This design comes from an exercise in tuning for small area, a short achievable clock period and few clock cycles per item on the open sky130 flow, not from production work.
RTL that was checked went through simulation tests only; none was proved equivalent to the original.
The RTL of runs 5 to 7 was laid out without a check of its function.

File: design/flow/config.mk
export PLATFORM = sky130hd
export DESIGN_NAME = cmac_tag
export DESIGN_NICKNAME = cmac_tag
export VERILOG_FILES = /design/flow/design.v
export SDC_FILE = /design/flow/constraint.sdc
export NUM_CORES = 8
export LEC_CHECK = 0
export CAP_MARGIN = 20
export CORE_MARGIN = 2
export CORE_UTILIZATION = 25
export PLACE_DENSITY = 0.4
export SETUP_SLACK_MARGIN = 3
export SLEW_MARGIN = 20
File: design/flow/constraint.sdc
create_clock -name core_clock -period 10.0 [get_ports {clk}]
set_input_delay 2.0000 -clock core_clock [delete_from_list [all_inputs] [get_ports {clk}]]
set_output_delay 2.0000 -clock core_clock [all_outputs]
set_load 0.01 [all_outputs]
File: design/flow/design.v
module cmac_sbox (
    input  wire [7:0] a,
    output wire [7:0] y
);
    wire U0, U1, U2, U3, U4, U5, U6, U7;
    assign U0 = a[7];
    assign U1 = a[6];
    assign U2 = a[5];
    assign U3 = a[4];
    assign U4 = a[3];
    assign U5 = a[2];
    assign U6 = a[1];
    assign U7 = a[0];
    wire T1, T2, T3, T4, T5, T6, T7, T8, T9, T10, T11, T12, T13, T14, T15, T16, T17, T18, T19, T20, T21, T22, T23, T24, T25, T26, T27, M1, M2, M3, M4, M5, M6, M7, M8, M9, M10, M11, M12, M13, M14, M15, M16, M17, M18, M19, M20, M21, M22, M23, M24, M25, M26, M27, M28, M29, M30, M31, M32, M33, M34, M35, M36, M37, M38, M39, M40, M41, M42, M43, M44, M45, M46, M47, M48, M49, M50, M51, M52, M53, M54, M55, M56, M57, M58, M59, M60, M61, M62, M63, L0, L1, L2, L3, L4, L5, L6, L7, L8, L9, L10, L11, L12, L13, L14, L15, L16, L17, L18, L19, L20, L21, L22, L23, L24, L25, L26, L27, L28, L29, S0, S1, S2, S3, S4, S5, S6, S7;
    assign T1 = U0 ^ U3;
    assign T2 = U0 ^ U5;
    assign T3 = U0 ^ U6;
    assign T4 = U3 ^ U5;
    assign T5 = U4 ^ U6;
    assign T6 = T1 ^ T5;
    assign T7 = U1 ^ U2;
    assign T8 = U7 ^ T6;
    assign T9 = U7 ^ T7;
    assign T10 = T6 ^ T7;
    assign T11 = U1 ^ U5;
    assign T12 = U2 ^ U5;
    assign T13 = T3 ^ T4;
    assign T14 = T6 ^ T11;
    assign T15 = T5 ^ T11;
    assign T16 = T5 ^ T12;
    assign T17 = T9 ^ T16;
    assign T18 = U3 ^ U7;
    assign T19 = T7 ^ T18;
    assign T20 = T1 ^ T19;
    assign T21 = U6 ^ U7;
    assign T22 = T7 ^ T21;
    assign T23 = T2 ^ T22;
    assign T24 = T2 ^ T10;
    assign T25 = T20 ^ T17;
    assign T26 = T3 ^ T16;
    assign T27 = T1 ^ T12;
    assign M1 = T13 & T6;
    assign M2 = T23 & T8;
    assign M3 = T14 ^ M1;
    assign M4 = T19 & U7;
    assign M5 = M4 ^ M1;
    assign M6 = T3 & T16;
    assign M7 = T22 & T9;
    assign M8 = T26 ^ M6;
    assign M9 = T20 & T17;
    assign M10 = M9 ^ M6;
    assign M11 = T1 & T15;
    assign M12 = T4 & T27;
    assign M13 = M12 ^ M11;
    assign M14 = T2 & T10;
    assign M15 = M14 ^ M11;
    assign M16 = M3 ^ M2;
    assign M17 = M5 ^ T24;
    assign M18 = M8 ^ M7;
    assign M19 = M10 ^ M15;
    assign M20 = M16 ^ M13;
    assign M21 = M17 ^ M15;
    assign M22 = M18 ^ M13;
    assign M23 = M19 ^ T25;
    assign M24 = M22 ^ M23;
    assign M25 = M22 & M20;
    assign M26 = M21 ^ M25;
    assign M27 = M20 ^ M21;
    assign M28 = M23 ^ M25;
    assign M29 = M28 & M27;
    assign M30 = M26 & M24;
    assign M31 = M20 & M23;
    assign M32 = M27 & M31;
    assign M33 = M27 ^ M25;
    assign M34 = M21 & M22;
    assign M35 = M24 & M34;
    assign M36 = M24 ^ M25;
    assign M37 = M21 ^ M29;
    assign M38 = M32 ^ M33;
    assign M39 = M23 ^ M30;
    assign M40 = M35 ^ M36;
    assign M41 = M38 ^ M40;
    assign M42 = M37 ^ M39;
    assign M43 = M37 ^ M38;
    assign M44 = M39 ^ M40;
    assign M45 = M42 ^ M41;
    assign M46 = M44 & T6;
    assign M47 = M40 & T8;
    assign M48 = M39 & U7;
    assign M49 = M43 & T16;
    assign M50 = M38 & T9;
    assign M51 = M37 & T17;
    assign M52 = M42 & T15;
    assign M53 = M45 & T27;
    assign M54 = M41 & T10;
    assign M55 = M44 & T13;
    assign M56 = M40 & T23;
    assign M57 = M39 & T19;
    assign M58 = M43 & T3;
    assign M59 = M38 & T22;
    assign M60 = M37 & T20;
    assign M61 = M42 & T1;
    assign M62 = M45 & T4;
    assign M63 = M41 & T2;
    assign L0 = M61 ^ M62;
    assign L1 = M50 ^ M56;
    assign L2 = M46 ^ M48;
    assign L3 = M47 ^ M55;
    assign L4 = M54 ^ M58;
    assign L5 = M49 ^ M61;
    assign L6 = M62 ^ L5;
    assign L7 = M46 ^ L3;
    assign L8 = M51 ^ M59;
    assign L9 = M52 ^ M53;
    assign L10 = M53 ^ L4;
    assign L11 = M60 ^ L2;
    assign L12 = M48 ^ M51;
    assign L13 = M50 ^ L0;
    assign L14 = M52 ^ M61;
    assign L15 = M55 ^ L1;
    assign L16 = M56 ^ L0;
    assign L17 = M57 ^ L1;
    assign L18 = M58 ^ L8;
    assign L19 = M63 ^ L4;
    assign L20 = L0 ^ L1;
    assign L21 = L1 ^ L7;
    assign L22 = L3 ^ L12;
    assign L23 = L18 ^ L2;
    assign L24 = L15 ^ L9;
    assign L25 = L6 ^ L10;
    assign L26 = L7 ^ L9;
    assign L27 = L8 ^ L10;
    assign L28 = L11 ^ L14;
    assign L29 = L11 ^ L17;
    assign S0 = L6 ^ L24;
    assign S1 = ~(L16 ^ L26);
    assign S2 = ~(L19 ^ L28);
    assign S3 = L6 ^ L21;
    assign S4 = L20 ^ L22;
    assign S5 = L25 ^ L29;
    assign S6 = ~(L13 ^ L27);
    assign S7 = ~(L6 ^ L23);
    assign y = {S0, S1, S2, S3, S4, S5, S6, S7};
endmodule
module cmac_tag (
    input  wire         clk,
    input  wire         rst,           
    input  wire         in_valid,
    output wire         in_ready,
    input  wire         in_first,      
    input  wire         in_last,       
    input  wire [4:0]   in_nbytes,     
    input  wire [127:0] in_data,
    input  wire [127:0] key,
    output reg          tag_valid,
    output reg  [63:0]  tag
);
    localparam [2:0] S_IDLE = 3'd0,    
                     S_LCMP = 3'd1,    
                     S_LRDY = 3'd2,    
                     S_RUN  = 3'd3,    
                     S_WAIT = 3'd4;    
    reg [2:0]   state;
    reg [3:0]   rnd;                   
    reg         rlast;                 
    reg [127:0] s;                     
    reg [127:0] rk;                    
    reg [127:0] kq;                    
    reg [127:0] l;                     
    reg         lv;                    
    reg         blk_last;              
    reg         offer_q;               
    reg         hit_q;                 
    wire st_idle = (state == S_IDLE);
    wire st_lcmp = (state == S_LCMP);
    wire st_lrdy = (state == S_LRDY);
    wire st_run  = (state == S_RUN);
    wire st_wait = (state == S_WAIT);
    assign in_ready = (st_idle && offer_q && hit_q) ||
                      (st_lcmp && rlast && !blk_last) ||
                      st_lrdy || st_wait ||
                      (st_run && rlast && (!blk_last || (offer_q && hit_q)));
    wire take   = in_valid && in_ready;
    wire lstart = (st_idle || (st_run && rlast && blk_last)) &&
                  in_valid && offer_q && !hit_q;
    wire [127:0] sb;                   
    genvar g;
    generate
        for (g = 0; g < 16; g = g + 1) begin : g_sub
            cmac_sbox u_sbox (.a(s[8*g +: 8]), .y(sb[8*g +: 8]));
        end
    endgenerate
    wire [127:0] sr;                   
    generate
        for (g = 0; g < 16; g = g + 1) begin : g_shift
            localparam integer R   = g % 4;
            localparam integer COL = g / 4;
            localparam integer SRC = R + 4 * ((COL + R) % 4);
            assign sr[127 - 8*g -: 8] = sb[127 - 8*SRC -: 8];
        end
    endgenerate
    wire [127:0] mc;
    generate
        for (g = 0; g < 4; g = g + 1) begin : g_mix
            wire [7:0] a0 = sr[127 - 32*g      -: 8];
            wire [7:0] a1 = sr[127 - 32*g - 8  -: 8];
            wire [7:0] a2 = sr[127 - 32*g - 16 -: 8];
            wire [7:0] a3 = sr[127 - 32*g - 24 -: 8];
            wire [7:0] t  = a0 ^ a1 ^ a2 ^ a3;
            wire [7:0] e0 = a0 ^ a1;
            wire [7:0] e1 = a1 ^ a2;
            wire [7:0] e2 = a2 ^ a3;
            wire [7:0] e3 = a3 ^ a0;
            wire [7:0] x0 = {e0[6:0], 1'b0} ^ (e0[7] ? 8'h1b : 8'h00);
            wire [7:0] x1 = {e1[6:0], 1'b0} ^ (e1[7] ? 8'h1b : 8'h00);
            wire [7:0] x2 = {e2[6:0], 1'b0} ^ (e2[7] ? 8'h1b : 8'h00);
            wire [7:0] x3 = {e3[6:0], 1'b0} ^ (e3[7] ? 8'h1b : 8'h00);
            wire [7:0] m  = {8{~rlast}};
            assign mc[127 - 32*g      -: 8] = a0 ^ ((t ^ x0) & m);
            assign mc[127 - 32*g - 8  -: 8] = a1 ^ ((t ^ x1) & m);
            assign mc[127 - 32*g - 16 -: 8] = a2 ^ ((t ^ x2) & m);
            assign mc[127 - 32*g - 24 -: 8] = a3 ^ ((t ^ x3) & m);
        end
    endgenerate
    reg [7:0] rcon;
    always @(*) begin
        case (rnd)
            4'd1:    rcon = 8'h01;
            4'd2:    rcon = 8'h02;
            4'd3:    rcon = 8'h04;
            4'd4:    rcon = 8'h08;
            4'd5:    rcon = 8'h10;
            4'd6:    rcon = 8'h20;
            4'd7:    rcon = 8'h40;
            4'd8:    rcon = 8'h80;
            4'd9:    rcon = 8'h1b;
            4'd10:   rcon = 8'h36;
            default: rcon = 8'h00;
        endcase
    end
    wire [31:0] w3  = rk[31:0];
    wire [31:0] rot = {w3[23:0], w3[31:24]};
    wire [31:0] subw;
    generate
        for (g = 0; g < 4; g = g + 1) begin : g_ksub
            cmac_sbox u_ksbox (.a(rot[8*g +: 8]), .y(subw[8*g +: 8]));
        end
    endgenerate
    wire [31:0]  kt   = subw ^ {rcon, 24'd0};
    wire [31:0]  nk0  = rk[127:96] ^ kt;
    wire [31:0]  nk1  = rk[95:64]  ^ rk[127:96] ^ kt;
    wire [31:0]  nk2  = rk[63:32]  ^ rk[95:64] ^ rk[127:96] ^ kt;
    wire [31:0]  nk3  = rk[31:0]   ^ rk[63:32] ^ rk[95:64] ^ rk[127:96] ^ kt;
    wire [127:0] rk_next = {nk0, nk1, nk2, nk3};
    wire [127:0] round_out = mc ^ rk_next;
    wire [127:0] k1 = {l[126:0], 1'b0} ^ (l[127] ? 128'h87 : 128'h0);
    wire [127:0] k2 = {k1[126:0], 1'b0} ^ (k1[127] ? 128'h87 : 128'h0);
    reg [127:0] padded;
    integer b;
    always @(*) begin
        for (b = 0; b < 16; b = b + 1) begin
            if (b < in_nbytes)
                padded[127 - 8*b -: 8] = in_data[127 - 8*b -: 8];
            else if (b == in_nbytes)
                padded[127 - 8*b -: 8] = 8'h80;
            else
                padded[127 - 8*b -: 8] = 8'h00;
        end
    end
    wire         full    = in_nbytes[4];
    wire [127:0] m_blk   = !in_last ? in_data :
                           full     ? in_data ^ k1 :
                                      padded ^ k2;
    wire [127:0] kk      = lstart ? key : kq;
    wire [127:0] blockin = (take ? m_blk : 128'd0) ^ kk;
    wire busy = st_lcmp || st_run;
    always @(posedge clk) begin
        if (busy && !(rlast && (st_lcmp || blk_last)))
            s <= round_out ^ ((take || lstart) ? blockin : 128'd0);
        else if (st_wait)
            s <= s ^ (take ? blockin : 128'd0);
        else
            s <= blockin;
        tag <= round_out[127:64];
        if (take || lstart)
            rk <= kk;
        else
            rk <= rk_next;
        if (lstart)
            kq <= key;
        if (st_lcmp && rlast)
            l <= round_out;
    end
    always @(posedge clk) begin
        if (rst) begin
            state     <= S_IDLE;
            tag_valid <= 1'b0;
            lv        <= 1'b0;
            offer_q   <= 1'b0;
            hit_q     <= 1'b0;
            rnd       <= 4'd1;
            rlast     <= 1'b0;
            blk_last  <= 1'b0;
        end else begin
            tag_valid <= 1'b0;
            offer_q   <= in_valid && !take;
            hit_q     <= lv && (key == kq) && !lstart;
            if (take || lstart) begin
                rnd   <= 4'd1;
                rlast <= 1'b0;
            end else begin
                rnd   <= rnd + 4'd1;
                rlast <= (rnd == 4'd9);
            end
            if (take || lstart)
                blk_last <= in_last;
            case (state)
                S_IDLE: begin
                    if (take)
                        state <= S_RUN;
                    else if (lstart) begin
                        lv    <= 1'b0;
                        state <= S_LCMP;
                    end
                end
                S_LCMP: begin
                    if (rlast) begin
                        lv    <= 1'b1;
                        state <= take ? S_RUN : S_LRDY;
                    end
                end
                S_LRDY: begin
                    if (take)
                        state <= S_RUN;
                end
                S_RUN: begin
                    if (rlast) begin
                        if (blk_last) begin
                            tag_valid <= 1'b1;
                            if (lstart) begin
                                lv    <= 1'b0;
                                state <= S_LCMP;
                            end else if (!take) begin
                                state <= S_IDLE;
                            end
                        end else if (!take) begin
                            state <= S_WAIT;
                        end
                    end
                end
                S_WAIT: begin
                    if (take)
                        state <= S_RUN;
                end
                default: state <= S_IDLE;
            endcase
        end
    end
endmodule
File: design/flow/flow/run.sh
#!/bin/bash
# Layout flow: the standard flow (standard.sh), with synthesis run by
# flow/synth_custom.tcl, which maps logic with an area-recovering ABC script,
# and the port buffers made of buf_1 cells.
set -euo pipefail
cd "$(dirname "$0")/.."
W=$PWD
bash standard.sh SYNTH_SCRIPT=$W/flow/synth_custom.tcl \
  "BUFFER_PORTS_ARGS=-buffer_cell sky130_fd_sc_hd__buf_1" \
  finish > $W/flow_orfs.log 2>&1
File: design/flow/flow/abc_custom.script
strash
&get -n
&st
&dch
&nf -R 1000
&put
topo
stime -c
buffer -c
upsize -c
dnsize -c
File: design/flow/flow/synth_custom.tcl
# The standard flow's synthesis (synth_recipe.tcl) with one change: ABC maps with an
# area-recovering script instead of ORFS's abc_speed.script.
set ::custom_abc_script [file join [file dirname [file normalize [info script]]] abc_custom.script]
proc synth {args} { yosys synth -nofsm -noshare {*}$args }
proc abc {args} {
  set i [lsearch -exact $args -script]
  if { $i >= 0 } {
    set args [lreplace $args [expr {$i + 1}] [expr {$i + 1}] $::custom_abc_script]
  }
  yosys abc {*}$args
}
source $::env(SCRIPTS_DIR)/synth.tcl
# left out here: clear keep_hierarchy, flatten, clean up, hide names made inside functions, write 1_2_yosys.v
File: design/flow/standard.sh
#!/bin/bash
# synth_recipe.tcl (not shown) runs the flow's synth.tcl, then flattens the netlist and writes it again
# the make line also repeats each setting of config.mk as NAME=value (left out here)
make -C /OpenROAD-flow-scripts/flow DESIGN_CONFIG=/design/flow/config.mk WORK_HOME=/design/flow/orfs CLKGATE_MAP_FILE= SYNTH_SCRIPT=/design/flow/synth_recipe.tcl "${@:-finish}"
==> results by group, run 1 <==
Cells and area
  • Layout cells sized above 1: 10.1%
  • Non-Filler Instances: 10,305
  • Synth-to-Final Area Change: 17.0%
  • Count of nets after finishing: 7,497
  • Finished Core Util: 29.4%

Setup path
  • CP most frequent cell: xnor2_1
  • Max stage delay on crit path: 0.58 ns
  • WP data required: 10.60 ns
  • Setup crit end kind: register
  • Setup crit start kind: register
  • Worst Path Arrival: 7.33 ns
  • Slowest cell on the critical path: dfxtp_1
  • Crit-path cells: xor2_2 -> xor2_2 -> xnor2_1 -> inv_1 -> ha_1 -> xnor2_1 -> xnor2_1 -> xnor2_2 -> o21ai_1 -> xnor2_1 -> xor2_1 -> xnor2_2 -> nand2_2 -> xnor2_4 -> xor2_4 -> xnor2_2 -> xor2_1 -> xor2_1 -> xnor2_1 -> nor2_1 -> xor2_1 -> xnor2_1 -> xnor2_1 -> o21ai_1
  • WS Path Type: reg -> reg
  • Crit path max fanout: 6

Route
  • Drt initial violations: 3,745
  • Routed Antenna Nets: 0
  • Detail-routed net length per standard cell: 25.5 um
  • Total routed wirelength: 263,000 um
  • Number of remaining DRC errors: 0
  • Routed vias/inst: 4.67
  • First drt pass iteration count: 5
  • Vias: 48,130

Timing
  • Worst Skew: 0.0629 ns
  • Unrepaired setup endpoints after global routing: true
  • Hold Slack: 0.463 ns
  • Crit path time final: 6.73 ns
  • Worst slew pin tran: 1.19 ns
  • Fmax: 149 MHz
  • Setup ws final: 3.27 ns
  • Max-slew violations: 0
  • Slew margin rel.: 18.3%
  • Final hold violations: 0
  • Final period utilization: 67.3%
  • Final setup vio count: 0
  • Setup TNS: 0 ns

Placement
  • Place WS: 2.56 ns
  • Hpwl dp: 218,000 um
  • Placed cells: 10,099
  • IO buf count: 330
  • Final GP Congestion: 0.952

Logic synthesis
  • Synth unique cells: 79
  • Most frequent cells after synthesis: xnor2_1 (2,000), nor2_1 (729), xor2_1 (676), nand2_1 (548), dfxtp_1 (469)
  • Post-synthesis cell count: 6,944
  • Number of flops mapped to enable cells by yosys: 128
  • Mapped cell area: 0.0579 sq mm
  • Top cell type's share of synthesized area: 30.2%
  • Top post-synthesis cells by area: xnor2_1 (30%), dfxtp_1 (16%), xor2_1 (10%)
  • Most used DFF post-synth: dfxtp_1
  • Post-synthesis sequential area ratio: 22.8%
  • Flops & latches, synth: 597
  • Area leader, netlist: xnor2_1
  • Fraction of registers with async set/reset: 0%
  • Avg Inst Size Synth: 8.34 sq um
  • Most frequent cell after synthesis: xnor2_1
  • Net Count, Synth: 7,256
  • Ys Warns: 1

Floorplanning
  • Die H: 485 um
  • IO Count: 332
  • Die ar.: 0.236 sq mm
  • Initial core utilization: 25.2%
  • Die Width: 485 um
  • Core ar.: 0.230 sq mm
  • # rows: 176

Clock tree
  • Htree depth: 3
  • Worst-Skew Late Latency: 0.75 ns
  • Clock transition at path regs: 0.06 ns
  • CTS max path bufs: 3
  • Sink Count: 597
  • CTS tree: built
  • CTS root buf: clkbuf_16
  • Cts bufs inserted: 82

Min path
  • HP Class: reg -> reg

Status
  • Status: no timing/DRC/antenna violations

Global route
  • Largest net degree at the start of global routing: 120
  • First-pass GRT wire length: 361,000 um
  • Number of global-route vias before repair: 45,770
  • Overall Global Routing Usage: 21.6%
  • Initial antenna violation count: 68
  • Gr ovfl total: 0

Run
  • Maxcap violations: 0
sequential cells by signal, indices dropped and copies added (netlist names), 3 cells and up:
register  flops
kq          128
l           128
rcon          8
rk          128
rnd           4
s           128
state         3
tag          64
cell usage in the layout (no fill, tap or decap), types with 38 or more instances in the layout:
cell,Yosys,routed
xnor2_1,2000,1825
nor2_1,729,726
xor2_1,676,648
nand2_1,548,547
dfxtp_1,469,466
a21oi_1,401,400
buf_1,34,328
o21ai_0,291,290
inv_1,279,279
xnor2_2,110,258
mux2i_1,191,189
buf_4,10,137
edfxtp_1,128,128
a311o_1,99,99
clkbuf_16,0,88
o21ai_1,82,83
xor2_2,43,67
o22ai_1,64,63
nand2b_1,54,54
xnor2_4,23,50
ha_1,46,46
nand3_1,39,39
nor2b_1,40,38
logic make-up after synthesis:
group	Yosys count	synth area share (%)
DFF	597	22.8
adders and majority gates	46	0.993
xor gates and xnor gates	2858	46.1
buffers and inverters	604	4.13
AOI/OAI and AO/OA	1098	11.4
and+or+nand+nor	1543	11.1
muxes	198	3.45
path summary, 6_finish.rpt:
check | startpoint | endpoint | slack (ns) | cells after the start
max | s[71] | s[41] | 3.27 | 24
min | rnd[0] | rnd[0] | 0.46 | 1
max reg2reg | s[71] | s[41] | 3.27 | 24
min reg2reg | rnd[0] | rnd[0] | 0.46 | 1
metrics by stage:
step	cell area (sq um)
2_1_floorplan	57900
3_3_place_gp	62700
3_5_place_dp	62700
4_1_cts	66000
5_1_grt	67700
6_report	67800
metal layers:
metal  up-vias  wire [um]  global-route usage [%]
met1     23225     117000                    29.1
met3       375      15900                    3.37
met2      1458     118000                    34.6
met4        26      11800                    8.30
li1      23046          -                       -
met5         -        161                       0
repair_timing:
action / 4_1_cts / 5_1_grt
hold buffers: 0 / 0
endpoints found under the setup margin: 84 / 274
resized for setup: 51 / 174
pin swaps: 0 / 19
setup buffers: 0 / 28
final cells by class:
type	count	area, sq um
Fill cell	24521	162000
Inverter	286	1070
Multi-Input combinational cell	5743	44300
Timing Repair Buffer	475	2430
Tap cell	3026	3790
Antenna cell	28	70.1
Clock buffer	118	2450
Clock inverter	32	445
Sequential cell	597	13200
critical path, delay by kind of cell, from the launching register on:
kind,cells,cell delay (ns)
simple gates,2,0.18
compound gates,2,0.23
buf+inv,1,0.07
fa+ha+maj,1,0.21
xor+xnor,18,5.31
flops,1,0.58
Testbench counts, summed over its fixed seeds: cycles 16,796, messages 480.
==> inputs of run 2 (changes only) <==
--- a/design/flow/config.mk
+++ b/design/flow/config.mk
@@ -8,6 +8,7 @@
 export CAP_MARGIN = 20
 export CORE_MARGIN = 2
 export CORE_UTILIZATION = 25
+export CTS_BUF_LIST = sky130_fd_sc_hd__clkbuf_4 sky130_fd_sc_hd__clkbuf_8
 export PLACE_DENSITY = 0.4
 export SETUP_SLACK_MARGIN = 3
 export SLEW_MARGIN = 20
==> results by group, run 2 <==
Status
  • Status: no timing/DRC/antenna violations

Setup path
  • Max stage delay on crit path: 0.51 ns
  • WP data required: 10.74 ns
  • Worst Path Buf+Inv: 1
  • Setup crit end kind: register
  • Worst Path Arrival: 7.45 ns
  • CP most frequent cell: xnor2_1
  • Reg2Reg Setup Slack: 3.29 ns
  • Reg2reg end: s[66]
  • R2R depth: 24
  • Setup crit start kind: register
  • CP delay by family, top: XOR/XNOR gates
  • Crit-path cells: xor2_2 -> xor2_2 -> xnor2_1 -> inv_1 -> ha_1 -> xnor2_1 -> xnor2_1 -> xnor2_1 -> o21ai_1 -> xnor2_1 -> xor2_1 -> xnor2_1 -> nand2_2 -> xor2_4 -> xnor2_4 -> xor2_1 -> xnor2_2 -> xnor2_1 -> xnor2_2 -> xnor2_1 -> nor2_1 -> xnor2_2 -> xnor2_1 -> o21ai_1
  • WS Path Type: reg -> reg
  • Slowest cell on the critical path: dfxtp_1
  • Crit path max fanout: 6
  • Origin of the critical flop-to-flop path: s[97]

Min path
  • WHS Path Cells: 1
  • Hold EP: rnd[0]
  • HP Class: reg -> reg
  • Min-delay src: rnd[0]

Logic synthesis
  • Number of flops mapped to enable cells by yosys: 128
  • Flops & latches, synth: 597
  • Net Count, Synth: 7,256
  • Mapped cell area: 0.0579 sq mm
  • Post-synthesis sequential area ratio: 22.8%
  • Ys Warns: 1
  • Fraction of registers with async set/reset: 0%
  • Synth unique cells: 79
  • Top cell type's share of synthesized area: 30.2%
  • Avg Inst Size Synth: 8.34 sq um
  • Post-synthesis cell count: 6,944
  • Most frequent cell after synthesis: xnor2_1
  • Top post-synthesis cells by area: xnor2_1 (30%), dfxtp_1 (16%), xor2_1 (10%)
  • Most used DFF post-synth: dfxtp_1
  • Area leader, netlist: xnor2_1
  • Most frequent cells after synthesis: xnor2_1 (2,000), nor2_1 (729), xor2_1 (676), nand2_1 (548), dfxtp_1 (469)

Timing
  • Crit path time final: 6.71 ns
  • Hold Slack: 0.463 ns
  • Fmax: 149 MHz
  • Worst Skew: 0.0629 ns
  • Slew margin rel.: 19.5%
  • Setup TNS: 0 ns
  • Final setup vio count: 0
  • Worst slew pin tran: 1.17 ns
  • Max-slew violations: 0
  • Final hold violations: 0
  • Final period utilization: 67.1%
  • Setup ws final: 3.29 ns
  • Unrepaired setup endpoints after global routing: true

Floorplanning
  • Die Width: 485 um
  • Initial core utilization: 25.2%
  • # rows: 176
  • IO Count: 332
  • Core ar.: 0.230 sq mm
  • Die H: 485 um
  • Die ar.: 0.236 sq mm

Route
  • First drt pass iteration count: 5
  • Detail-routed net length per standard cell: 25.4 um
  • Routed Antenna Nets: 0
  • Drt initial violations: 3,674
  • Vias: 48,580
  • Number of remaining DRC errors: 0
  • Total routed wirelength: 265,000 um
  • Routed vias/inst: 4.67

Global route
  • First-pass GRT wire length: 362,000 um
  • Number of global-route vias before repair: 46,366
  • Largest net degree at the start of global routing: 120
  • Overall Global Routing Usage: 21.7%
  • Initial antenna violation count: 71
  • Gr ovfl total: 0

Cells and area
  • Non-Filler Instances: 10,401
  • Count of nets after finishing: 7,546
  • Layout cells sized above 1: 11.5%
  • Synth-to-Final Area Change: 17.3%
  • Commonest non-fill, non-tap cell in the layout: xnor2_1
  • Commonest cells after routing, fill and taps aside: xnor2_1 (1,822), nor2_1 (726), xor2_1 (649)
  • Post-route cell area: 0.0679 sq mm
  • Finished Core Util: 29.5%

Clock tree
  • Htree depth: 4
  • Sink Count: 597
  • Cts bufs inserted: 131
  • CTS root buf: clkbuf_8
  • CTS tree: built
  • Cts hold-fix bufs: 0
  • CTS max path bufs: 3
  • Clock transition at path regs: 0.06 ns
  • Worst-Skew Late Latency: 0.91 ns

Placement
  • Place WS: 2.56 ns
  • Final GP Congestion: 0.952
  • Placed cells: 10,099
  • Hpwl dp: 218,000 um
  • IO buf count: 330
  • Post-DP Area: 0.0627 sq mm

Run
  • Maxcap violations: 0
-- run 2: logic make-up (layout without fill, tap and decap cells) --
| logic type | count (synthesis) | after routing | share of synthesized area, % |
|---|---|---|---|
| flip-flops | 597 | 597 | 22.8 |
| adder cells (fa/ha/maj) | 46 | 46 | 0.993 |
| other | 0 | 33 | 0 |
| XOR/XNOR | 2858 | 2858 | 46.1 |
| buffers and inverters | 604 | 1002 | 4.13 |
| AND/OR/NAND/NOR | 1543 | 1543 | 11.1 |
| AO/OA/AOI/OAI | 1098 | 1098 | 11.4 |
| multiplexers | 198 | 198 | 3.45 |
-- run 2: routing by layer --
| layer | track usage [%] | routed length, um |
|---|---|---|
| met1 | 28.9 | 118000 |
| met2 | 34.8 | 120000 |
| met3 | 3.92 | 15700 |
| met4 | 8.18 | 10800 |
| met5 | 0 | 177 |
-- run 2: worst max path at each step --
stage / cells after the start / from / slack [ns] / endpoint
2_1_floorplan: 26 / s[108] / 4.47 / s[42]
3_3_place_gp: 22 / rk[1] / 2.14 / s[76]
3_5_place_dp: 23 / rk[25] / 2.56 / s[34]
4_1_cts: 26 / s[71] / 3.00 / s[41]
5_1_grt: 24 / s[73] / 2.90 / s[26]
6_report: 24 / s[97] / 3.29 / s[66]
-- run 2: area by class of cell --
type,instances,area [sq um]
fillers,24564,162000
multi-input cells,5743,44300
flip-flops and latches,597,13200
well taps,3026,3790
clock buffers,205,2550
repair buffers,475,2450
inverters,286,1070
clock inverters,36,430
diodes,33,82.6
-- run 2: worst reg2reg max path: stages (launching register included) --
cell	delay, ns
dfxtp_1	0.51
xor2_2	0.33
xor2_2	0.34
xnor2_1	0.21
inv_1	0.07
ha_1	0.21
xnor2_1	0.30
xnor2_1	0.14
xnor2_1	0.42
o21ai_1	0.17
xnor2_1	0.43
xor2_1	0.33
xnor2_1	0.22
nand2_2	0.14
xor2_4	0.24
xnor2_4	0.34
xor2_1	0.17
xnor2_2	0.47
xnor2_1	0.26
xnor2_2	0.33
xnor2_1	0.21
nor2_1	0.11
xnor2_2	0.43
xnor2_1	0.17
o21ai_1	0.07
-- run 2: repair_timing --
action	4_1_cts	5_1_grt
pin swaps	0	22
setup buffers	0	28
setup endpoints to repair	91	270
resized for setup	54	177
==> inputs of run 3 (changes only) <==
==> design/flow/flow/run.sh (replaced) <==
#!/bin/bash
# Layout flow: the standard flow (standard.sh), with synthesis run by
# flow/synth_custom.tcl, which maps logic with an area-recovering ABC script.
set -euo pipefail
cd "$(dirname "$0")/.."
W=$PWD
bash standard.sh SYNTH_SCRIPT=$W/flow/synth_custom.tcl finish > $W/flow_orfs.log 2>&1
--- a/design/flow/config.mk
+++ b/design/flow/config.mk
@@ -8,7 +8,6 @@
 export CAP_MARGIN = 20
 export CORE_MARGIN = 2
 export CORE_UTILIZATION = 25
-export CTS_BUF_LIST = sky130_fd_sc_hd__clkbuf_4 sky130_fd_sc_hd__clkbuf_8
 export PLACE_DENSITY = 0.4
-export SETUP_SLACK_MARGIN = 3
+export SETUP_SLACK_MARGIN = 5
 export SLEW_MARGIN = 20
==> results by group, run 3 <==
Timing
  • Setup TNS: 0 ns
  • Unrepaired setup endpoints after global routing: true
  • Slew margin rel.: 16.7%
  • Fmax: 177 MHz
  • Hold Slack: 0.470 ns
  • Worst Skew: 0.0409 ns
  • Final period utilization: 56.4%
  • Crit path time final: 5.64 ns
  • Max-slew violations: 0
  • Final setup vio count: 0
  • Final hold violations: 0
  • Setup ws final: 4.36 ns
  • Worst slew pin tran: 1.25 ns

Clock tree
  • Worst-Skew Late Latency: 0.74 ns
  • Htree depth: 3
  • Sink Count: 597
  • Cts hold-fix bufs: 0
  • CTS tree: built
  • CTS root buf: clkbuf_16
  • Cts bufs inserted: 82
  • Clock transition at path regs: 0.06 ns
  • CTS max path bufs: 3

Setup path
  • Max stage delay on crit path: 0.32 ns
  • Worst Path Arrival: 6.21 ns
  • WP data required: 10.57 ns
  • Crit path max fanout: 4
  • Slowest cell on the critical path: dfxtp_2
  • Worst Path Buf+Inv: 11
  • Setup crit start kind: register
  • CP delay by family, top: XOR/XNOR gates
  • Setup crit end kind: register
  • WS Path Type: reg -> reg

Placement
  • Placed cells: 10,071
  • Hpwl dp: 219,000 um
  • Place WS: 2.80 ns
  • IO buf count: 330
  • Final GP Congestion: 0.966

Route
  • Total routed wirelength: 288,000 um
  • Routed Antenna Nets: 0
  • Vias: 53,427
  • Routed vias/inst: 4.68
  • Drt initial violations: 3,646
  • First drt pass iteration count: 6
  • Detail-routed net length per standard cell: 25.2 um
  • Number of remaining DRC errors: 0

Min path
  • HP Class: reg -> reg

Global route
  • Gr ovfl total: 0
  • Overall Global Routing Usage: 23.4%
  • Largest net degree at the start of global routing: 146
  • Number of global-route vias before repair: 52,318
  • First-pass GRT wire length: 393,000 um
  • Initial antenna violation count: 31

Logic synthesis
  • Post-synthesis cell count: 6,944
  • Number of flops mapped to enable cells by yosys: 128
  • Ys Warns: 1
  • Top post-synthesis cells by area: xnor2_1 (30%), dfxtp_1 (16%), xor2_1 (10%)
  • Post-synthesis sequential area ratio: 22.8%
  • Most frequent cells after synthesis: xnor2_1 (2,000), nor2_1 (729), xor2_1 (676), nand2_1 (548), dfxtp_1 (469)
  • Area leader, netlist: xnor2_1
  • Fraction of registers with async set/reset: 0%
  • Most used DFF post-synth: dfxtp_1
  • Net Count, Synth: 7,256
  • Most frequent cell after synthesis: xnor2_1
  • Avg Inst Size Synth: 8.34 sq um
  • Mapped cell area: 0.0579 sq mm
  • Flops & latches, synth: 597
  • Synth unique cells: 79
  • Top cell type's share of synthesized area: 30.2%

Floorplanning
  • # rows: 176
  • Die H: 485 um
  • IO Count: 332
  • Core ar.: 0.230 sq mm
  • Die Width: 485 um
  • Initial core utilization: 25.2%
  • Die ar.: 0.236 sq mm

Cells and area
  • Synth-to-Final Area Change: 65.9%
  • Non-Filler Instances: 11,414
  • Commonest cells after routing, fill and taps aside: xnor2_1 (1,009), buf_4 (892), xnor2_2 (751)
  • Layout cells sized above 1: 40.5%
  • Count of nets after finishing: 8,617
  • Commonest non-fill, non-tap cell in the layout: xnor2_1

Status
  • Status: no timing/DRC/antenna violations

Run
  • Maxcap violations: 0
[run 3: cell counts after synthesis]
Identical to the previous run, type by type.
[run 3: path summary, 6_finish.rpt]
path	startpoint	depth (start not counted)	to	slack (ns)
worst min register to register	rnd[0]	1	rnd[0]	0.47
worst min-delay path	rnd[0]	1	rnd[0]	0.47
worst max register to register	s[9]	33	s[73]	4.36
worst max-delay path	s[9]	33	s[73]	4.36
[run 3: kinds of logic (layout without fill, tap and decap cells)]
family	after synthesis	in the layout	synth area share, %
buf+inv	604	2034	4.13
flops	597	597	22.8
fa+ha+maj	46	46	0.993
compound gates	1098	1098	11.4
xor+xnor	2858	2858	46.1
other cells	0	14	0
mux	198	198	3.45
simple gates	1543	1543	11.1
[run 3: timing repair]
item | 4_1_cts | 5_1_grt
resized for setup | 1659 | 736
endpoints found under the setup margin | 444 | 386
pin swaps | 856 | 648
setup buffers | 880 | 295
endpoints found under the hold margin | 0 | 0
[run 3: final cells by class]
| class | count | area (sq um) |
|---|---|---|
| Clock inverter | 30 | 327 |
| Antenna cell | 14 | 35.0 |
| Timing Repair Buffer | 1595 | 15400 |
| Inverter | 286 | 1070 |
| Fill cell | 21810 | 134000 |
| Tap cell | 3026 | 3790 |
| Clock buffer | 123 | 2510 |
| Multi-Input combinational cell | 5743 | 59400 |
| Sequential cell | 597 | 13700 |
[run 3: metal layers]
layer,wire length (um),track usage [%],up-vias
met2,138000,39.1,1387
met4,17700,11.9,10
li1,-,-,25091
met3,11400,2.45,427
met1,120000,29.8,26512
met5,64,0,-
[run 3: metrics by stage]
step	utilization [%]	cell area [sq um]
floorplan	-	60500
global placement	29.1	67000
detailed placement	29.1	67000
CTS	38.6	88800
global route	41.8	96100
finish	41.8	96100
[run 3: worst register-to-register path: cells and delay by family, from the launching register on]
kind / cells / cell delay, ns
compound gates: 1 / 0.10
xor+xnor: 16 / 2.78
buf+inv: 11 / 1.58
flops: 1 / 0.32
mux: 1 / 0.25
simple gates: 4 / 0.44
==> inputs of run 4 (changes only) <==
--- a/design/flow/config.mk
+++ b/design/flow/config.mk
@@ -9,5 +9,5 @@
 export CORE_MARGIN = 2
 export CORE_UTILIZATION = 25
 export PLACE_DENSITY = 0.4
-export SETUP_SLACK_MARGIN = 5
+export SETUP_SLACK_MARGIN = 3
 export SLEW_MARGIN = 20
==> results by group, run 4 <==
Timing
  • Slew margin rel.: 22.7%
  • Max-slew violations: 0
  • Final setup vio count: 0
  • Crit path time final: 6.77 ns
  • Worst slew pin tran: 1.16 ns
  • Final hold violations: 0
  • Worst Skew: 0.0503 ns
  • Unrepaired setup endpoints after global routing: true
  • Fmax: 148 MHz
  • Final period utilization: 67.7%
  • Setup TNS: 0 ns

Global route
  • Overall Global Routing Usage: 21.8%
  • First-pass GRT wire length: 364,000 um
  • Largest net degree at the start of global routing: 165
  • Number of global-route vias before repair: 46,141
  • Gr ovfl total: 0
  • Initial antenna violation count: 35

Min path
  • HP Class: reg -> reg
  • Min-delay src: rnd[0]
  • WHS Path Cells: 1

Route
  • Number of remaining DRC errors: 0
  • Vias: 47,992
  • First drt pass iteration count: 8
  • Detail-routed net length per standard cell: 25.7 um
  • Drt initial violations: 3,879
  • Total routed wirelength: 264,000 um
  • Routed Antenna Nets: 0
  • Routed vias/inst: 4.67

Setup path
  • Crit path max fanout: 6
  • CP most frequent cell: xnor2_1
  • WP data required: 10.60 ns
  • Worst Path Arrival: 7.37 ns
  • Origin of the critical flop-to-flop path: rk[21]
  • WS Path Type: reg -> reg
  • Crit-path cells: xnor2_1 -> xor2_2 -> xnor2_1 -> inv_1 -> ha_1 -> xor2_1 -> xnor2_1 -> xnor2_1 -> o21ai_0 -> xnor2_1 -> xor2_1 -> xnor2_1 -> nor2_1 -> xnor2_2 -> xor2_2 -> xnor2_1 -> xnor2_2 -> xnor2_4 -> xor2_1 -> xor2_1 -> xnor2_2 -> xnor2_1 -> o21ai_1
  • R2R depth: 23
  • Setup crit end kind: register
  • Slowest cell on the critical path: xor2_1
  • Crit path from: rk[21]
  • Setup crit start kind: register
  • Max stage delay on crit path: 0.56 ns

Clock tree
  • Htree depth: 3
  • CTS tree: built
  • Sink Count: 597
  • Cts bufs inserted: 81
  • Worst-Skew Late Latency: 0.75 ns
  • Cts hold-fix bufs: 0
  • CTS max path bufs: 3
  • Clock transition at path regs: 0.06 ns
  • CTS root buf: clkbuf_16

Placement
  • Placed cells: 10,087
  • IO buf count: 330
  • Final GP Congestion: 0.948
  • Hpwl dp: 218,000 um

Logic synthesis
  • Most frequent cell after synthesis: xnor2_1
  • Most frequent cells after synthesis: xnor2_1 (2,000), nor2_1 (729), xor2_1 (676), nand2_1 (548), dfxtp_1 (469)
  • Post-synthesis cell count: 6,944
  • Fraction of registers with async set/reset: 0%
  • Mapped cell area: 0.0579 sq mm
  • Area leader, netlist: xnor2_1
  • Most used DFF post-synth: dfxtp_1
  • Synth unique cells: 79
  • Post-synthesis sequential area ratio: 22.8%
  • Top post-synthesis cells by area: xnor2_1 (30%), dfxtp_1 (16%), xor2_1 (10%)
  • Net Count, Synth: 7,256
  • Top cell type's share of synthesized area: 30.2%
  • Number of flops mapped to enable cells by yosys: 128
  • Ys Warns: 1
  • Flops & latches, synth: 597
  • Avg Inst Size Synth: 8.34 sq um

Cells and area
  • Synth-to-Final Area Change: 19.8%
  • Commonest cells after routing, fill and taps aside: xnor2_1 (1,823), nor2_1 (727), xor2_1 (650)
  • Count of nets after finishing: 7,475
  • Commonest non-fill, non-tap cell in the layout: xnor2_1
  • Layout cells sized above 1: 9.85%
  • Non-Filler Instances: 10,269

Floorplanning
  • Die Width: 485 um
  • IO Count: 332
  • Die H: 485 um
  • # rows: 176
  • Die ar.: 0.236 sq mm
  • Core ar.: 0.230 sq mm
  • Initial core utilization: 25.2%

Status
  • Status: no timing/DRC/antenna violations

Run
  • Maxcap violations: 0
run 4: timing repair:
action	4_1_cts	5_1_grt
resized for setup	69	157
setup endpoints to repair	96	275
cloned	0	0
buffers inserted	0	18
pin swaps	0	11
run 4: final cells by class:
type / count / area, sq um
fill: 24287 / 161000
multi-input combinational: 5743 / 44200
sequential: 597 / 13200
timing repair buffer: 454 / 4340
tap: 3026 / 3790
clock buffer: 122 / 2390
inverter: 286 / 1070
clock inverter: 29 / 307
antenna: 12 / 30.0
run 4: per-stage QoR:
step	cell area (sq um)	setup WS, ns	hold slack (ns)	utilization [%]
after floorplan	57900	4.47	0.416	-
after global placement	64700	2.63	0.446	28.1
after detailed placement	64800	2.60	0.457	28.1
after CTS	68000	2.99	0.476	29.6
after global routing	69400	2.95	0.500	30.2
final	69400	3.23	0.471	30.2
run 4: path summary, 6_finish.rpt:
| kind | to | slack (ns) |
|---|---|---|
| hold reg to reg | rnd[0] | 0.47 |
| hold / removal | rnd[0] | 0.47 |
| setup reg to reg | s[90] | 3.23 |
| setup / recovery | s[90] | 3.23 |
run 4: kinds of logic after synthesis:
group / Yosys count / synth area share, %
xor+xnor: 2858 / 46.1
simple gates: 1543 / 11.1
flops: 597 / 22.8
buf+inv: 604 / 4.13
fa+ha+maj: 46 / 0.993
compound gates: 1098 / 11.4
mux: 198 / 3.45
run 4: metal layers:
layer  global-route usage, %  up-vias  wire, um
met4                    8.37       14     11100
met2                    34.7     1371    119000
met1                    30.1    23371    122000
met3                    2.30      288     12100
li1                        -    22948         -
met5                       0        -        90
run 4: critical path, delay by kind of cell (launching register included):
| family | cells | cell delay, ns |
|---|---|---|
| compound gates | 2 | 0.29 |
| xor+xnor | 18 | 5.52 |
| fa+ha+maj | 1 | 0.30 |
| buf+inv | 1 | 0.07 |
| flops | 1 | 0.35 |
| simple gates | 1 | 0.10 |
==> inputs of run 5 (changes only) <==
--- a/design/flow/design.v
+++ b/design/flow/design.v
@@ -246,12 +246,12 @@
             cmac_sbox u_ksbox (.a(rot[8*g +: 8]), .y(subw[8*g +: 8]));
         end
     endgenerate
-    wire [31:0]  kt   = subw ^ {rcon, 24'd0};
-    wire [31:0]  nk0  = rk[127:96] ^ kt;
-    wire [31:0]  nk1  = rk[95:64]  ^ rk[127:96] ^ kt;
-    wire [31:0]  nk2  = rk[63:32]  ^ rk[95:64] ^ rk[127:96] ^ kt;
-    wire [31:0]  nk3  = rk[31:0]   ^ rk[63:32] ^ rk[95:64] ^ rk[127:96] ^ kt;
-    wire [127:0] rk_next = {nk0, nk1, nk2, nk3};
+    wire [31:0]  p0   = rk[127:96] ^ {rcon, 24'd0};
+    wire [31:0]  p1   = rk[95:64]  ^ p0;
+    wire [31:0]  p2   = rk[63:32]  ^ p1;
+    wire [31:0]  p3   = rk[31:0]   ^ p2;
+    wire [127:0] pre  = {p0, p1, p2, p3};
+    wire [127:0] rk_next = pre ^ {4{subw}};
     wire [127:0] round_out = mc ^ rk_next;
     wire [127:0] k1 = {l[126:0], 1'b0} ^ (l[127] ? 128'h87 : 128'h0);
     wire [127:0] k2 = {k1[126:0], 1'b0} ^ (k1[127] ? 128'h87 : 128'h0);
@@ -276,7 +276,7 @@
     wire busy = st_lcmp || st_run;
     always @(posedge clk) begin
         if (busy && !(rlast && (st_lcmp || blk_last)))
-            s <= round_out ^ ((take || lstart) ? blockin : 128'd0);
+            s <= mc ^ {4{subw}} ^ (pre ^ ((take || lstart) ? blockin : 128'd0));
         else if (st_wait)
             s <= s ^ (take ? blockin : 128'd0);
         else
--- a/design/flow/config.mk
+++ b/design/flow/config.mk
@@ -9,5 +9,5 @@
 export CORE_MARGIN = 2
 export CORE_UTILIZATION = 25
 export PLACE_DENSITY = 0.4
-export SETUP_SLACK_MARGIN = 3
+export SETUP_SLACK_MARGIN = 4
 export SLEW_MARGIN = 20
==> results by group, run 5 <==
Status
  • Status: no timing/DRC/antenna violations

Logic synthesis
  • Top post-synthesis cells by area: xnor2_1 (29%), dfxtp_1 (16%), xor2_1 (11%)
  • Mapped cell area: 0.0585 sq mm
  • Most frequent cells after synthesis: xnor2_1 (1,919), xor2_1 (768), nand2_1 (754), nor2_1 (637), dfxtp_1 (469)
  • Post-synthesis sequential area ratio: 22.6%
  • Fraction of registers with async set/reset: 0%
  • Most used DFF post-synth: dfxtp_1
  • Number of flops mapped to enable cells by yosys: 128
  • Avg Inst Size Synth: 8.22 sq um
  • Most frequent cell after synthesis: xnor2_1
  • Flops & latches, synth: 597
  • Area leader, netlist: xnor2_1
  • Top cell type's share of synthesized area: 28.7%
  • Synth unique cells: 81
  • Net Count, Synth: 7,430
  • Ys Warns: 1
  • Post-synthesis cell count: 7,118

Global route
  • Initial antenna violation count: 40
  • Number of global-route vias before repair: 48,765
  • Largest net degree at the start of global routing: 135
  • Layer with the highest usage: met2
  • GR Util met2: 37.3%
  • Gr ovfl total: 0
  • Grt met3 use: 2.48%
  • Overall Global Routing Usage: 23.2%
  • First-pass GRT wire length: 387,000 um
  • Grt met1 use: 30.8%

Route
  • First drt pass iteration count: 5
  • Detail-routed net length per standard cell: 25.9 um
  • Vias: 51,785
  • Routed Antenna Nets: 0
  • Drt initial violations: 4,209
  • Total routed wirelength: 288,000 um
  • Routed vias/inst: 4.66
  • Number of remaining DRC errors: 0

Clock tree
  • Worst-Skew Late Latency: 0.78 ns
  • Htree depth: 3
  • Clock transition at path regs: 0.06 ns
  • CTS tree: built
  • Cts hold-fix bufs: 0
  • Cts bufs inserted: 84
  • CTS root buf: clkbuf_16
  • CTS max path bufs: 3
  • Sink Count: 597

Setup path
  • Slowest cell on the critical path: xnor2_2
  • Origin of the critical flop-to-flop path: s[102]
  • WS Path Type: reg -> reg
  • Crit path from: s[102]
  • Worst Path Buf+Inv: 4
  • CP delay by family, top: XOR/XNOR gates
  • Crit path max fanout: 4
  • Max stage delay on crit path: 0.41 ns
  • WP data required: 10.65 ns
  • Worst Path Arrival: 6.69 ns
  • Setup crit start kind: register
  • Setup crit end kind: register

Timing
  • Fmax: 166 MHz
  • Final hold violations: 0
  • Max-slew violations: 0
  • Crit path time final: 6.04 ns
  • Final setup vio count: 0
  • Hold Slack: 0.471 ns
  • Final period utilization: 60.4%
  • Worst slew pin tran: 1.22 ns
  • Slew margin rel.: 16.1%
  • Unrepaired setup endpoints after global routing: true
  • Setup TNS: 0 ns
  • Worst Skew: 0.0890 ns

Cells and area
  • Non-Filler Instances: 11,112
  • Commonest non-fill, non-tap cell in the layout: xnor2_1
  • Count of nets after finishing: 8,206
  • Synth-to-Final Area Change: 40.6%
  • Layout cells sized above 1: 25.5%
  • Commonest cells after routing, fill and taps aside: xnor2_1 (1,386), nand2_1 (739), nor2_1 (601)
  • Post-route cell area: 0.0823 sq mm

Placement
  • Final GP Congestion: 0.926
  • Hpwl dp: 229,000 um
  • IO buf count: 330
  • Placed cells: 10,412
  • Post-DP Area: 0.0658 sq mm

Floorplanning
  • Initial core utilization: 25.1%
  • # rows: 177
  • Die Width: 488 um
  • Die ar.: 0.238 sq mm
  • IO Count: 332
  • Core ar.: 0.233 sq mm
  • Die H: 488 um

Min path
  • Min-delay src: rnd[0]
  • HP Class: reg -> reg

Run
  • Maxcap violations: 0
run 5: metal layers:
layer | part of all wire (%) | routed length, um | vias up
li1 | - | - | 24462
met1 | 44 | 127000 | 25424
met2 | 46 | 132000 | 1540
met3 | 4.6 | 13300 | 347
met4 | 5.8 | 16700 | 12
met5 | 0.025 | 73 | -
run 5: repair_timing:
item,CTS,global route
setup buffers,160,368
resized for setup,631,663
setup endpoints to repair,373,305
pin swaps,164,353
run 5: metrics by stage:
step	utilization [%]	setup slack [ns]
finish	35.4	3.96
detailed placement	28.3	2.28
floorplan	-	4.41
CTS	32.1	3.95
global route	35.4	3.77
global placement	28.3	2.26
run 5: logic make-up (layout without fill, tap and decap cells):
group,after synthesis,in the layout,synth area share (%)
other,0,14,0
multiplexers,151,151,2.60
flip-flops,597,597,22.6
adder cells (fa/ha/maj),46,46,0.983
buffers and inverters,617,1465,4.32
AND/OR/NAND/NOR,1683,1683,12.0
XOR/XNOR,2880,2880,46.1
AO/OA/AOI/OAI,1144,1144,11.4
run 5: worst paths after layout:
path	endpoint	slack [ns]	cells after the start
max	s[65]	3.96	27
min reg2reg	rnd[0]	0.47	1
max reg2reg	s[65]	3.96	27
min	rnd[0]	0.47	1
run 5: layout make-up:
type / count / area, sq um
well taps: 3132 / 3920
inverters: 317 / 1190
clock buffers: 116 / 2390
fillers: 23675 / 150000
multi-input cells: 5904 / 51700
diodes: 14 / 35.0
repair buffers: 990 / 9020
flip-flops and latches: 597 / 13500
clock inverters: 42 / 508
==> inputs of run 6 (changes only) <==
--- a/design/flow/config.mk
+++ b/design/flow/config.mk
@@ -9,5 +9,5 @@
 export CORE_MARGIN = 2
 export CORE_UTILIZATION = 25
 export PLACE_DENSITY = 0.4
-export SETUP_SLACK_MARGIN = 4
+export SETUP_SLACK_MARGIN = 3
 export SLEW_MARGIN = 20
==> results by group, run 6 <==
Status
  • Status: no timing/DRC/antenna violations

Route
  • Detail-routed net length per standard cell: 26.4 um
  • Metal1 wirelength: 123,000 um
  • Met3 WL post-DR: 14,100 um
  • Number of remaining DRC errors: 0
  • WL met2: 128,000 um
  • Routed vias/inst: 4.64
  • Top Metal Used: met5
  • Routed Antenna Nets: 0
  • Drt initial violations: 3,833
  • First drt pass iteration count: 6
  • Total routed wirelength: 280,000 um
  • Vias: 49,252

Global route
  • Initial antenna violation count: 35
  • Gr ovfl total: 0
  • Number of global-route vias before repair: 47,436
  • Largest net degree at the start of global routing: 148
  • First-pass GRT wire length: 381,000 um
  • Overall Global Routing Usage: 22.9%

Floorplanning
  • Die H: 488 um
  • Initial core utilization: 25.1%
  • Die Width: 488 um
  • # rows: 177
  • Die ar.: 0.238 sq mm
  • IO Count: 332
  • Core ar.: 0.233 sq mm

Cells and area
  • Commonest cells after routing, fill and taps aside: xnor2_1 (1,781), nand2_1 (753), xor2_1 (730)
  • Count of nets after finishing: 7,709
  • Layout cells sized above 1: 10.1%
  • Register area: 0.0132 sq mm
  • Multi-input gate area: 0.0448 sq mm
  • Commonest non-fill, non-tap cell in the layout: xnor2_1
  • Fill cells: 24,746
  • Synth-to-Final Area Change: 20.9%

Logic synthesis
  • Top post-synthesis cells by area: xnor2_1 (29%), dfxtp_1 (16%), xor2_1 (11%)
  • Top cell type's share of synthesized area: 28.7%
  • Fraction of registers with async set/reset: 0%
  • Mapped cell area: 0.0585 sq mm
  • Avg Inst Size Synth: 8.22 sq um
  • Area leader, netlist: xnor2_1
  • Most used DFF post-synth: dfxtp_1
  • Most frequent cells after synthesis: xnor2_1 (1,919), xor2_1 (768), nand2_1 (754), nor2_1 (637), dfxtp_1 (469)
  • Post-synthesis sequential area ratio: 22.6%
  • Synth unique cells: 81
  • Post-synthesis cell count: 7,118
  • Ys Warns: 1
  • Net Count, Synth: 7,430
  • Number of flops mapped to enable cells by yosys: 128
  • Flops & latches, synth: 597
  • Most frequent cell after synthesis: xnor2_1

Placement
  • IO buf count: 330
  • Place WS: 2.37 ns
  • Final GP Congestion: 0.936
  • Hpwl dp: 230,000 um

Setup path
  • WP data required: 10.64 ns
  • Setup crit end kind: register
  • Origin of the critical flop-to-flop path: rk[7]
  • Crit path max fanout: 6
  • Reg2reg end: s[104]
  • Reg2Reg Setup Slack: 3.16 ns
  • Crit path from: rk[7]
  • R2R depth: 22
  • Worst Path Arrival: 7.47 ns
  • Setup crit start kind: register
  • WS Path Type: reg -> reg
  • Critical Path End: s[104]

Clock tree
  • Cts bufs inserted: 85
  • Sink Count: 597
  • CTS max path bufs: 3
  • Htree depth: 3
  • CTS root buf: clkbuf_16
  • CTS tree: built
  • Worst-Skew Late Latency: 0.77 ns
  • Cts hold-fix bufs: 0
  • Clock transition at path regs: 0.06 ns

Timing
  • Final period utilization: 68.4%
  • Worst Skew: 0.0699 ns
  • Worst slew pin tran: 1.27 ns
  • Final hold violations: 0
  • Unrepaired setup endpoints after global routing: true
  • Setup ws final: 3.16 ns
  • Max-slew violations: 0
  • Slew margin rel.: 15.0%
  • Setup TNS: 0 ns
  • Crit path time final: 6.84 ns
  • Fmax: 146 MHz
  • Final setup vio count: 0

Min path
  • HP Class: reg -> reg

Run
  • Maxcap violations: 0
run 6: cells by family (layout without fill, tap and decap cells):
family	after synthesis	count (layout)	synth area share, %
compound gates	1144	1144	11.4
xor+xnor	2880	2880	46.1
fa+ha+maj	46	46	0.983
buf+inv	617	967	4.32
flops	597	597	22.6
mux	151	151	2.60
other cells	0	20	0
simple gates	1683	1683	12.0
run 6: cell type report:
type                       instances  area share (%)
multi-input combinational       5904            63.3
clock inverter                    34           0.593
clock buffer                     124            3.44
sequential                       597            18.7
tap                             3132            5.54
timing repair buffer             492            6.60
antenna                           20          0.0708
inverter                         317            1.68
run 6: how the worst min path moves through the flow:
| stage | from | endpoint | slack (ns) | depth (start not counted) |
|---|---|---|---|---|
| after floorplan | rnd[0] | rnd[0] | 0.42 | 1 |
| after global placement | rnd[0] | rnd[0] | 0.44 | 1 |
| after detailed placement | rnd[0] | rnd[0] | 0.44 | 1 |
| after CTS | rnd[0] | rnd[0] | 0.48 | 1 |
| after global routing | rnd[0] | rnd[0] | 0.50 | 1 |
| final | rnd[0] | rnd[0] | 0.48 | 1 |
run 6: metrics by stage:
stage / instance area, sq um / hold WS, ns / util (%) / instances
after global placement: 65800 / 0.442 / 28.3 / 10420
after detailed placement: 65900 / 0.439 / 28.3 / 10420
final: 70700 / 0.479 / 30.4 / 10620
after global routing: 70700 / 0.502 / 30.4 / 10612
after floorplan: 58500 / 0.416 / - / 7118
after CTS: 69200 / 0.475 / 29.7 / 10578
run 6: critical path: stages (launching register included):
cell and delay (ns):
dfxtp_1 0.52, xnor2_1 0.24, xnor2_2 0.44, xor2_1 0.26, inv_1 0.08, ha_1 0.21, xnor2_1 0.29, xor2_1 0.14
xnor2_1 0.31, inv_1 0.12, a21oi_1 0.19, xor2_1 0.36, xor2_1 0.35, xnor2_1 0.18, nor2_1 0.09, xnor2_2 0.37
xor2_2 0.39, xnor2_2 0.32, xnor2_1 0.80, xnor2_1 0.18, xnor2_1 0.63, a21o_1 0.21, o22ai_1 0.07
run 6: metal layers:
| layer | vias up | track usage [%] |
|---|---|---|
| li1 | 23542 | - |
| met1 | 23876 | 30.1 |
| met2 | 1490 | 37.3 |
| met3 | 332 | 2.93 |
| met4 | 12 | 10.2 |
| met5 | - | 0 |
run 6: timing repair:
| action | in CTS | in global routing |
|---|---|---|
| setup buffers | 0 | 22 |
| setup endpoints to repair | 116 | 223 |
| pin swaps | 0 | 17 |
| resized for setup | 58 | 161 |
==> inputs of run 7 (changes only) <==
--- a/design/flow/design.v
+++ b/design/flow/design.v
@@ -153,7 +153,7 @@
     input  wire [127:0] in_data,
     input  wire [127:0] key,
     output reg          tag_valid,
-    output reg  [63:0]  tag
+    output wire [63:0]  tag
 );
     localparam [2:0] S_IDLE = 3'd0,    
                      S_LCMP = 3'd1,    
@@ -171,6 +171,7 @@
     reg         blk_last;              
     reg         offer_q;               
     reg         hit_q;                 
+    assign tag = s[127:64];
     wire st_idle = (state == S_IDLE);
     wire st_lcmp = (state == S_LCMP);
     wire st_lrdy = (state == S_LRDY);
@@ -179,10 +180,9 @@
     assign in_ready = (st_idle && offer_q && hit_q) ||
                       (st_lcmp && rlast && !blk_last) ||
                       st_lrdy || st_wait ||
-                      (st_run && rlast && (!blk_last || (offer_q && hit_q)));
+                      (st_run && rlast && !blk_last);
     wire take   = in_valid && in_ready;
-    wire lstart = (st_idle || (st_run && rlast && blk_last)) &&
-                  in_valid && offer_q && !hit_q;
+    wire lstart = st_idle && in_valid && offer_q && !hit_q;
     wire [127:0] sb;                   
     genvar g;
     generate
@@ -246,12 +246,12 @@
             cmac_sbox u_ksbox (.a(rot[8*g +: 8]), .y(subw[8*g +: 8]));
         end
     endgenerate
-    wire [31:0]  p0   = rk[127:96] ^ {rcon, 24'd0};
-    wire [31:0]  p1   = rk[95:64]  ^ p0;
-    wire [31:0]  p2   = rk[63:32]  ^ p1;
-    wire [31:0]  p3   = rk[31:0]   ^ p2;
-    wire [127:0] pre  = {p0, p1, p2, p3};
-    wire [127:0] rk_next = pre ^ {4{subw}};
+    wire [31:0]  kt   = subw ^ {rcon, 24'd0};
+    wire [31:0]  nk0  = rk[127:96] ^ kt;
+    wire [31:0]  nk1  = rk[95:64]  ^ rk[127:96] ^ kt;
+    wire [31:0]  nk2  = rk[63:32]  ^ rk[95:64] ^ rk[127:96] ^ kt;
+    wire [31:0]  nk3  = rk[31:0]   ^ rk[63:32] ^ rk[95:64] ^ rk[127:96] ^ kt;
+    wire [127:0] rk_next = {nk0, nk1, nk2, nk3};
     wire [127:0] round_out = mc ^ rk_next;
     wire [127:0] k1 = {l[126:0], 1'b0} ^ (l[127] ? 128'h87 : 128'h0);
     wire [127:0] k2 = {k1[126:0], 1'b0} ^ (k1[127] ? 128'h87 : 128'h0);
@@ -271,17 +271,20 @@
     wire [127:0] m_blk   = !in_last ? in_data :
                            full     ? in_data ^ k1 :
                                       padded ^ k2;
-    wire [127:0] kk      = lstart ? key : kq;
+    wire [127:0] kk      = st_idle ? key : kq;
     wire [127:0] blockin = (take ? m_blk : 128'd0) ^ kk;
     wire busy = st_lcmp || st_run;
     always @(posedge clk) begin
-        if (busy && !(rlast && (st_lcmp || blk_last)))
-            s <= mc ^ {4{subw}} ^ (pre ^ ((take || lstart) ? blockin : 128'd0));
-        else if (st_wait)
-            s <= s ^ (take ? blockin : 128'd0);
-        else
-            s <= blockin;
-        tag <= round_out[127:64];
+        if (busy) begin
+            if (st_lcmp && rlast)
+                s <= blockin;
+            else if (take)
+                s <= round_out ^ blockin;
+            else
+                s <= round_out;
+        end else if (take || lstart) begin
+            s <= (st_wait ? s : 128'd0) ^ blockin;
+        end
         if (take || lstart)
             rk <= kk;
         else
@@ -337,12 +340,7 @@
                     if (rlast) begin
                         if (blk_last) begin
                             tag_valid <= 1'b1;
-                            if (lstart) begin
-                                lv    <= 1'b0;
-                                state <= S_LCMP;
-                            end else if (!take) begin
-                                state <= S_IDLE;
-                            end
+                            state     <= S_IDLE;
                         end else if (!take) begin
                             state <= S_WAIT;
                         end
--- a/design/flow/config.mk
+++ b/design/flow/config.mk
@@ -9,5 +9,4 @@
 export CORE_MARGIN = 2
 export CORE_UTILIZATION = 25
 export PLACE_DENSITY = 0.4
-export SETUP_SLACK_MARGIN = 3
 export SLEW_MARGIN = 20
==> results by group, run 7 <==
Floorplanning
  • Die Width: 488 um
  • IO Count: 332
  • # rows: 177
  • Core ar.: 0.233 sq mm
  • Die ar.: 0.239 sq mm

Placement
  • Final GP Congestion: 0.915
  • Hpwl dp: 220,000 um

Global route
  • Overall Global Routing Usage: 21.9%
  • Initial antenna violation count: 39
  • Grt met3 use: 3.26%
  • First-pass GRT wire length: 368,000 um
  • Number of global-route vias before repair: 46,588
  • Grt met1 use: 30.5%

Logic synthesis
  • Number of flops mapped to enable cells by yosys: 384
  • Area leader, netlist: xnor2_1
  • Fraction of registers with async set/reset: 0%
  • Mapped cell area: 0.0587 sq mm
  • Post-synthesis sequential area ratio: 24.7%
  • Most frequent cells after synthesis: xnor2_1 (1,888), nand2_1 (862), xor2_1 (773), nor2_1 (559), a21oi_1 (404)
  • Most frequent cell after synthesis: xnor2_1
  • Ys Warns: 1
  • Top post-synthesis cells by area: xnor2_1 (28%), edfxtp_1 (20%), xor2_1 (12%)
  • Post-synthesis cell count: 6,892
  • Top cell type's share of synthesized area: 28.2%
  • Most used DFF post-synth: edfxtp_1
  • Synth unique cells: 80

Clock tree
  • CTS root buf: clkbuf_16
  • Htree depth: 3
  • Cts bufs inserted: 73
  • Clock transition at path regs: 0.06 ns
  • Setup repair bufs after CTS: 0
  • Sink Count: 533
  • Cts hold-fix bufs: 0

Setup path
  • Reg2Reg Setup Slack: 2.03 ns
  • Worst Path Arrival: 8.36 ns
  • Setup crit end kind: register
  • WP data required: 10.39 ns
  • Crit path from: rk[31]
  • Reg2reg end: s[34]
  • WS Path Type: reg -> reg
  • R2R depth: 25
  • Crit path max fanout: 7

Route
  • Detail-routed net length per standard cell: 26.0 um
  • Total routed wirelength: 269,000 um
  • Number of remaining DRC errors: 0
  • Routed vias/inst: 4.70
  • Routed Antenna Nets: 0
  • Vias: 48,533

Timing
  • Max-slew violations: 0
  • Final hold violations: 0
  • Slew margin rel.: 8.37%
  • Crit path time final: 7.97 ns
  • Fmax: 125 MHz
  • Worst Skew: 0.0305 ns
  • Final setup vio count: 0
  • Setup TNS: 0 ns
  • Worst slew pin tran: 1.34 ns

Status
  • Status: no timing/DRC/antenna violations

Cells and area
  • Fill cells: 25,046
  • Synth-to-Final Area Change: 16.5%
  • Commonest non-fill, non-tap cell in the layout: xnor2_1
  • Non-Filler Instances: 10,320
  • Layout cells sized above 1: 6.99%
  • Commonest cells after routing, fill and taps aside: xnor2_1 (1,885), nand2_1 (857), xor2_1 (773)

Run
  • Maxcap violations: 0

Min path
  • Hold EP: rnd[0]
  • WHS Path Cells: 1
  • HP Class: reg -> reg
## run 7: worst max-delay path, cell delays in order, from the launching register on
cell     delay [ns]
dfxtp_1        0.56
xnor2_1        0.23
xnor2_1        0.59
xor2_1         0.26
inv_1          0.07
ha_1           0.20
xnor2_1        0.28
xor2_1         0.13
xnor2_1        0.47
a21oi_1        0.13
o21ai_0        0.48
xnor2_1        0.23
xnor2_1        0.19
nor2_1         0.19
xor2_2         0.36
xnor2_2        0.17
xor2_1         0.20
xnor2_1        0.39
xor2_1         0.34
xnor2_1        0.77
xor2_1         0.64
xnor2_1        0.19
xnor2_1        0.21
nand2_1        0.10
xor2_1         0.18
o21ai_0        0.08
## run 7: metrics by stage
stage / hold slack (ns) / setup WS (ns) / utilization [%] / cell area (sq um)
2_1_floorplan: 0.416 / 1.56 / - / 58700
3_3_place_gp: 0.452 / 2.24 / 28.3 / 65800
3_5_place_dp: 0.453 / 2.27 / 28.3 / 65900
4_1_cts: 0.467 / 2.20 / 29.3 / 68300
5_1_grt: 0.501 / 1.74 / 29.3 / 68300
6_report: 0.463 / 2.03 / 29.3 / 68400
## run 7: cells by family (layout without fill, tap and decap cells)
logic type,Yosys count,after routing,share of synthesized area [%]
buf+inv,496,784,3.33
xor+xnor,2851,2851,45.5
compound gates,1067,1067,10.3
fa+ha+maj,46,46,0.981
mux,167,167,2.86
flops,533,533,24.7
simple gates,1732,1732,12.3
other cells,0,8,0
## run 7: layer usage
metal | share of wire, % | routed length, um
met2 | 44 | 119000
met4 | 3.4 | 9200
met1 | 46 | 124000
met3 | 5.7 | 15400
met5 | 0.055 | 148
## run 7: cell type report
class	instances	area [sq um]	area share [%]
multi-input combinational	5863	42400	62.0
sequential	533	14500	21.2
timing repair buffer	447	4280	6.27
tap	3132	3920	5.73
clock buffer	107	2260	3.30
inverter	204	778	1.14
clock inverter	26	170	0.249
antenna	8	20.0	0.0293
## run 7: how the worst max path moves through the flow
stage	to	slack [ns]	cells past startpoint
2_1_floorplan	s[0]	1.56	5
3_3_place_gp	s[32]	2.24	24
3_5_place_dp	s[32]	2.27	24
4_1_cts	s[32]	2.20	24
5_1_grt	s[4]	1.74	24
6_report	s[34]	2.03	25

[afterwards: timing with drivers on the ports]
How much do the figures lean on ideal ports? The routed layouts below were timed once more, with nothing changed but the port constraints. Step 1 assumes that a clkbuf_16 drives the clock port and a buf_2 every other input. Step 2 adds t to the input delays and takes it off the output delays; t is the mean of the earliest and latest rising clock arrival at the registers after step 1. Input paths then give back, and output paths get back, about the clock's delay inside the block. Slacks: ideal ports / drivers / drivers and shift; pairs: ideal ports / drivers.
run	t (ns)	setup WS [ns]	worst register clock-pin slew, ns	worst data-port slew with drivers (ns)
run 1	0.816	3.271 / 3.271 / 3.271	0.07 / 0.07	0.22
run 2	0.972	3.289 / 3.289 / 3.289	0.08 / 0.08	0.22
run 3	0.814	4.357 / 4.357 / 3.828	0.07 / 0.07	0.26
run 4	0.823	3.229 / 3.229 / 3.229	0.07 / 0.07	0.17
run 5	0.828	3.963 / 3.963 / 3.392	0.07 / 0.07	0.27
run 6	0.820	3.162 / 3.162 / 3.162	0.07 / 0.07	0.28
run 7	0.766	2.030 / 2.030 / 2.030	0.07 / 0.07	0.26
After both steps every run listed still meets setup and hold. The setup slack of run 5, which loses most, moves by 0.000 ns with the drivers and by -0.571 ns with both steps.
